Background: an optimization exercise with open tools, aiming at small area and a short achievable clock period. Do not read the settings as production practice. Function was checked by simulation only, so behaviour that the tests miss may differ from the original.

[flow/design.v]
module pxp_layer_engine (
    input  wire         clk,
    input  wire         rst,
    input  wire         cfg_we,
    input  wire [2:0]   cfg_sel,
    input  wire [39:0]  cfg_data,
    input  wire         in_valid,
    input  wire [159:0] in_pix,
    input  wire [3:0]   in_transp,
    input  wire [3:0]   in_err,
    output reg          out_valid,
    output reg  [29:0]  out_pix,
    output reg          out_err
);
    localparam NL = 4;
    reg        l_en      [0:NL-1];
    reg        l_premult [0:NL-1];
    reg [1:0]  l_key     [0:NL-1];
    reg        l_invert  [0:NL-1];
    reg [1:0]  l_keylay  [0:NL-1];
    reg [9:0]  l_global  [0:NL-1];
    reg [9:0]  l_clip_lo [0:NL-1];
    reg [9:0]  l_clip_hi [0:NL-1];
    reg [29:0] bg;
    reg [2:0]  nlayers;
    integer i;
    always @(posedge clk) begin
        if (rst) begin
            for (i = 0; i < NL; i = i + 1) begin
                l_en[i]      <= 1'b0;
                l_premult[i] <= 1'b0;
                l_key[i]     <= 2'd0;
                l_invert[i]  <= 1'b0;
                l_keylay[i]  <= 2'd0;
                l_global[i]  <= 10'd0;
                l_clip_lo[i] <= 10'd0;
                l_clip_hi[i] <= 10'd0;
            end
            bg      <= {10'd64, 10'd512, 10'd512};
            nlayers <= 3'd0;
        end else if (cfg_we) begin
            if (cfg_sel < NL) begin
                l_en[cfg_sel[1:0]]      <= cfg_data[39];
                l_premult[cfg_sel[1:0]] <= cfg_data[38];
                l_key[cfg_sel[1:0]]     <= cfg_data[37:36];
                l_invert[cfg_sel[1:0]]  <= cfg_data[35];
                l_keylay[cfg_sel[1:0]]  <= cfg_data[33:32];
                l_global[cfg_sel[1:0]]  <= cfg_data[29:20];
                l_clip_lo[cfg_sel[1:0]] <= cfg_data[19:10];
                l_clip_hi[cfg_sel[1:0]] <= cfg_data[9:0];
            end else if (cfg_sel == 3'd4) begin
                bg      <= cfg_data[29:0];
                nlayers <= (cfg_data[32:30] > NL) ? NL[2:0] : cfg_data[32:30];
            end
        end
    end
    function [9:0] clamp10;
        input [10:0] v;
        begin
            if (v < 11'd4)         clamp10 = 10'd4;
            else if (v > 11'd1019) clamp10 = 10'd1019;
            else                   clamp10 = v[9:0];
        end
    endfunction
    function [9:0] luma_key;
        input [9:0] y;
        input [9:0] lo;
        input [9:0] hi;
        reg   [19:0] num;
        reg   [9:0]  den;
        begin
            if (y <= lo)
                luma_key = 10'd0;
            else if (y >= hi)
                luma_key = 10'd1023;
            else begin
                den      = hi - lo;
                num      = (y - lo) * 10'd1023 + {1'b0, den[9:1]};
                luma_key = num / den;
            end
        end
    endfunction
    function [9:0] blend;
        input       premult;
        input [9:0] a;
        input [9:0] f;
        input [9:0] b;
        reg   [20:0] num;
        reg   [10:0] sum;
        begin
            if (premult) begin
                num = (10'd1023 - a) * b + 21'd511;
                sum = f + num / 21'd1023;
            end else begin
                num = a * f + (10'd1023 - a) * b + 21'd511;
                sum = num / 21'd1023;
            end
            blend = clamp10(sum);
        end
    endfunction
    reg         s1_valid;
    reg [159:0] s1_pix;
    reg [3:0]   s1_transp;
    reg [3:0]   s1_err;
    always @(posedge clk) begin
        if (rst) s1_valid <= 1'b0;
        else     s1_valid <= in_valid;
        s1_pix    <= in_pix;
        s1_transp <= in_transp;
        s1_err    <= in_err;
    end
    reg  [9:0] k_c    [0:NL-1];
    reg  [9:0] a_c    [0:NL-1];
    reg        act_c  [0:NL-1];    
    reg  [9:0] ky;
    reg        kact;
    reg  [19:0] ag;
    always @* begin
        ky   = 10'd0;
        kact = 1'b0;
        ag   = 20'd0;
        for (i = 0; i < NL; i = i + 1)
            act_c[i] = l_en[i] && (i < nlayers) && !s1_transp[i];
        for (i = 0; i < NL; i = i + 1) begin
            if (l_key[i] == 2'd3) begin
                ky   = s1_pix[40*l_keylay[i]+20 +: 10];
                kact = act_c[l_keylay[i]];
            end else begin
                ky   = s1_pix[40*i+20 +: 10];
                kact = 1'b1;
            end
            case (l_key[i])
                2'd0:    k_c[i] = 10'd1023;
                2'd1:    k_c[i] = s1_pix[40*i+30 +: 10];
                default: k_c[i] = kact ? luma_key(ky, l_clip_lo[i], l_clip_hi[i]) : 10'd0;
            endcase
            if (l_invert[i])
                k_c[i] = 10'd1023 - k_c[i];
            ag     = k_c[i] * l_global[i] + 20'd511;
            a_c[i] = ag / 20'd1023;
        end
    end
    reg         s2_valid;
    reg [119:0] s2_f;         
    reg [39:0]  s2_a;
    reg [3:0]   s2_act;
    reg [3:0]   s2_err;
    always @(posedge clk) begin
        if (rst) s2_valid <= 1'b0;
        else     s2_valid <= s1_valid;
        for (i = 0; i < NL; i = i + 1) begin
            s2_f[30*i +: 30] <= s1_pix[40*i +: 30];
            s2_a[10*i +: 10] <= a_c[i];
            s2_act[i]        <= act_c[i];
        end
        s2_err <= s1_err;
    end
    reg         c_valid [0:NL];
    reg [29:0]  c_pix   [0:NL];
    reg         c_err   [0:NL];
    reg [119:0] c_f     [0:NL];
    reg [39:0]  c_a     [0:NL];
    reg [3:0]   c_act   [0:NL];
    reg [3:0]   c_lerr  [0:NL];
    always @* begin
        c_valid[0] = s2_valid;
        c_pix[0]   = {clamp10({1'b0, bg[29:20]}), clamp10({1'b0, bg[19:10]}),
                      clamp10({1'b0, bg[9:0]})};
        c_err[0]   = 1'b0;
        c_f[0]     = s2_f;
        c_a[0]     = s2_a;
        c_act[0]   = s2_act;
        c_lerr[0]  = s2_err;
    end
    genvar g;
    generate
        for (g = 0; g < NL; g = g + 1) begin : layer
            wire [9:0]  a  = c_a[g][10*g +: 10];
            wire [29:0] f  = c_f[g][30*g +: 30];
            wire [29:0] b  = c_pix[g];
            wire        on = c_act[g][g];
            wire [29:0] mixed = {blend(l_premult[g], a, f[29:20], b[29:20]),
                                 blend(l_premult[g], a, f[19:10], b[19:10]),
                                 blend(l_premult[g], a, f[9:0],   b[9:0])};
            always @(posedge clk) begin
                if (rst) c_valid[g+1] <= 1'b0;
                else     c_valid[g+1] <= c_valid[g];
                c_pix[g+1]  <= on ? mixed : b;
                c_err[g+1]  <= c_err[g] | (on && a != 10'd0 && c_lerr[g][g]);
                c_f[g+1]    <= c_f[g];
                c_a[g+1]    <= c_a[g];
                c_act[g+1]  <= c_act[g];
                c_lerr[g+1] <= c_lerr[g];
            end
        end
    endgenerate
    always @* begin
        out_valid = c_valid[NL];
        out_pix   = c_pix[NL];
        out_err   = c_err[NL];
    end
endmodule
[flow/run.sh]
#!/bin/bash
# synth_recipe.tcl (not shown) runs the flow's synth.tcl, then flattens the netlist and writes it again
# the make line also repeats each setting of config.mk as NAME=value (left out here)
make -C /OpenROAD-flow-scripts/flow DESIGN_CONFIG=/design/flow/config.mk WORK_HOME=/design/flow/orfs CLKGATE_MAP_FILE= SYNTH_SCRIPT=/design/flow/synth_recipe.tcl finish
[flow/config.mk]
export PLATFORM = sky130hd
export DESIGN_NAME = pxp_layer_engine
export DESIGN_NICKNAME = pxp_layer_engine
export VERILOG_FILES = /design/flow/design.v
export SDC_FILE = /design/flow/constraint.sdc
export NUM_CORES = 4
export LEC_CHECK = 0
export CAP_MARGIN = 20
export CORE_MARGIN = 2
export CORE_UTILIZATION = 25
export SLEW_MARGIN = 20
[flow/constraint.sdc]
create_clock -name core_clock -period 90.0 [get_ports {clk}]
set_input_delay 18.0000 -clock core_clock [delete_from_list [all_inputs] [get_ports {clk}]]
set_output_delay 18.0000 -clock core_clock [all_outputs]
set_load 0.01 [all_outputs]
==> summary.txt <==
## cell type report
cell class,instances,area [um^2]
Inverter,4022,15100
Clock buffer,136,3160
Clock inverter,79,980
Multi-Input combinational cell,31169,244000
Sequential cell,899,19500
Antenna cell,84,210
Timing Repair Buffer,524,4600
Fill cell,123725,825000
Tap cell,15130,18900
## cell usage after synthesis, types with 748 or more instances
cell type	n
a21oi_1	1851
and2_1	1077
clkbuf_1	926
dfxtp_1	751
fa_1	2360
ha_1	2660
inv_1	3992
nand2_1	3227
nand2b_1	1077
nand3_1	929
nor2_1	2593
nor3_1	1300
o21a_1	748
o21ai_0	1484
xnor2_1	1317
## flip-flops by register name, indices dropped and copies added, names as in the netlist, 4 cells and up
register and flops:
s1_transp 4, s1_pix 160, c_valid 4, c_err 4, l_clip_lo 40, c_a 60, l_premult 4, s2_err 4
c_pix 120, c_f 180, c_lerr 6, s2_a 40, l_keylay 8, l_clip_hi 40, s2_act 4, l_en 4
bg 30, l_global 40, c_act 6, s1_err 4, l_invert 4, s2_f 120, l_key 8
## cell families after synthesis
family,share of synthesized area [%]
buf+inv,6.99
fa+ha+maj,28.6
simple gates,25.6
other cells,0.00132
compound gates,23.6
mux,2.47
flops,6.88
xor+xnor,5.87
## layer usage
| layer | vias up | share of wire [%] |
|---|---|---|
| li1 | 132149 | - |
| met2 | 7876 | 44 |
| met3 | 1119 | 6.5 |
| met4 | 30 | 2.9 |
| met5 | - | 0.029 |
| met1 | 130747 | 46 |
## layout by cell type, fill, tap and decap left out, drive strengths merged, types with 244 or more instances in the layout
cell type      instances
a211oi               456
a21o                 585
a21oi               1865
a31oi                515
and2                1097
and3                 456
buf                  279
clkdlybuf4s50        244
dfxtp                751
fa                  2360
ha                  2660
inv                 4045
mux2                 323
mux2i                326
nand2               3229
nand2b              1077
nand3                931
nand4                457
nor2                2598
nor2b                715
nor3                1316
nor4                 439
o211ai               406
o21a                 750
o21ai               1607
o31ai                429
or2                  410
or3                  407
xnor2               1322
xor2                 557
## per-stage QoR
| stage | setup slack [ns] | util (%) | std cells | instance area (um^2) |
|---|---|---|---|---|
| floorplan | 20.83 | - | 37283 | 283000 |
| global placement | 11.66 | 26.7 | 51740 | 302000 |
| detailed placement | 11.00 | 26.7 | 51741 | 302000 |
| CTS | 10.76 | 27.1 | 51956 | 306000 |
| global route | 3.19 | 27.1 | 51960 | 306000 |
| finish | 10.28 | 27.1 | 52043 | 307000 |
## worst max-delay path, delay by kind of cell, from the launching register on
kind	cells	cell delay, ns
AO/OA/AOI/OAI	177	40.11
AND/OR/NAND/NOR	88	21.16
adder cells (fa/ha/maj)	34	11.66
multiplexers	6	2.27
buffers and inverters	17	1.95
XOR/XNOR	5	1.73
flip-flops	1	0.60
## worst max path at each step
stage / from / slack (ns) / to / depth (start not counted)
2_1_floorplan: l_keylay[2][0] / 20.83 / s2_a[20] / 354
3_3_place_gp: l_key[2][1] / 11.66 / s2_a[20] / 325
3_5_place_dp: l_key[2][1] / 11.00 / s2_a[20] / 325
4_1_cts: l_key[2][1] / 10.76 / s2_a[20] / 326
5_1_grt: l_key[2][1] / 3.19 / s2_a[20] / 329
6_report: l_key[2][1] / 10.28 / s2_a[20] / 327
==> flow_summary.json <==
{
  "syn_avg_cell_area_um2": 7.60,
  "crit_arrival_ns": 80.62,
  "htree_levels": 3,
  "finalSetupViolCount": 0,
  "vias_per_cell": 5.22,
  "post_cts.repair.setup_buffers": 0,
  "holdWs_ns": 0.307,
  "relSlewSlack_pct": 14.7,
  "drtAntennaViolNets": 0,
  "use_met1_pct": 20.6,
  "syn_to_final_growth_pct": 8.29,
  "holdPathEnd": "c_a[1][21]",
  "grt_overflow": 0,
  "grt_pass1_vias": 255256,
  "whs_path_depth": 0,
  "grt_util_all_layers_pct": 14.8,
  "routedWlPerCell_um": 17.0,
  "finalSetupTns_ns": 0,
  "clk_pin_slew_worst_paths_ns": 0.08,
  "worst_path_most_repeated_cell": "o21a_1",
  "synth_area_um2": 283000,
  "chipWidth_mm": 1.07,
  "outcome": "timing/DRC/antenna clean",
  "placementRows": 391,
  "fin_nets": 41967,
  "drt-initial-drc-count": 21293,
  "worstReg2RegStart": "l_key[2][1]",
  "worst_pin_slew_ns": 1.28,
  "synthCells": 37275,
  "ys.warnings.count": 11,
  "end_kind": "register",
  "drive_above_1_share_pct": 4.81,
  "fin_crit_sh_pct": 88.6,
  "ys_types": 157,
  "cp-start-kind": "register",
  "ys_seq_area_share_pct": 6.88,
  "reg2reg_to": "s2_a[20]",
  "vias": 271921,
  "use_met3_pct": 2.12,
  "cts_buffer_depth": 4,
  "dp_hpwl_mm": 722,
  "hold_class": "reg -> reg",
  "min_from": "s2_a[21]",
  "synth_area_leaders": "fa_1 17%, ha_1 12%, dfxtp_1 5.3%",
  "period_needed_ns": 79.72,
  "clock_sinks": 899,
  "synth_top_area_share_pct": 16.7,
  "fin_skew_ns": 0.180,
  "critPathMaxFanout": 19,
  "totalWireLength_mm": 886,
  "drc": 0,
  "numCtsBuffers": 116,
  "fp.coreArea_um2": 1130000,
  "grt.met2_usage_pct": 24.0,
  "report.final.slew_viol_count": 0,
  "grt_setup_unrepaired": "false",
  "synth_edf_count": 148,
  "grt_max_degree": 62,
  "async_reset_ff_share_pct": 0,
  "cts-resized-gates": 0,
  "max_freq_ghz": 0.0125,
  "r2r_cells": 327,
  "antenna_found_initial": 79,
  "crit_slowest_cell": "o32ai_1",
  "firstDrtPassIters": 9,
  "cp.required_ns": 90.90,
  "r2r_setup_slack_ns": 10.28,
  "root_buffer": "clkbuf_16",
  "synth_top_cell_by_area": "fa_1",
  "port_buffers": 245,
  "maxCapViolCount": 0,
  "ys_ff_latch": 899,
  "place_congestion": 0.927,
  "ys.flop_type": "dfxtp_1",
  "insertion_delay_ns": 1.05,
  "die-area_um2": 1140000,
  "crit_type": "reg -> reg",
  "hold_violations": 0,
  "grt_pass1_wl_mm": 1410,
  "ios": 247,
  "slowest_delay_ns": 0.89,
  "grt.busiest_layer": "met2",
  "hold_buffers": 0,
  "start_util_pct": 25.0,
  "cts_tree": "yes",
  "die_h_mm": 1.07
}

-- afterwards: timing with drivers on the ports --
No port has a modelled driver above. Below, the same layout with a new extraction and two added sets of constraints. Step 1 assumes that a clkbuf_16 drives the clock port and a buf_2 every other input. Step 2 times the ports against the registers' clock, not the clock port: input delays grow and output delays shrink by t, the midpoint of the rising clock arrivals with the driver on. a / b / c = ideal ports / drivers / drivers and shift; a / b = the first two.
t, ns: 1.097
setup slack, ns: 10.281 / 10.281 / 10.281
worst hold slack (ns): 0.307 / 0.307 / 0.307
slew at the worst register clock pin (ns): 0.09 / 0.09
After both steps this run still meets setup and hold. The setup slack of this run moves by 0.000 ns with the drivers and by 0.000 ns with both steps.
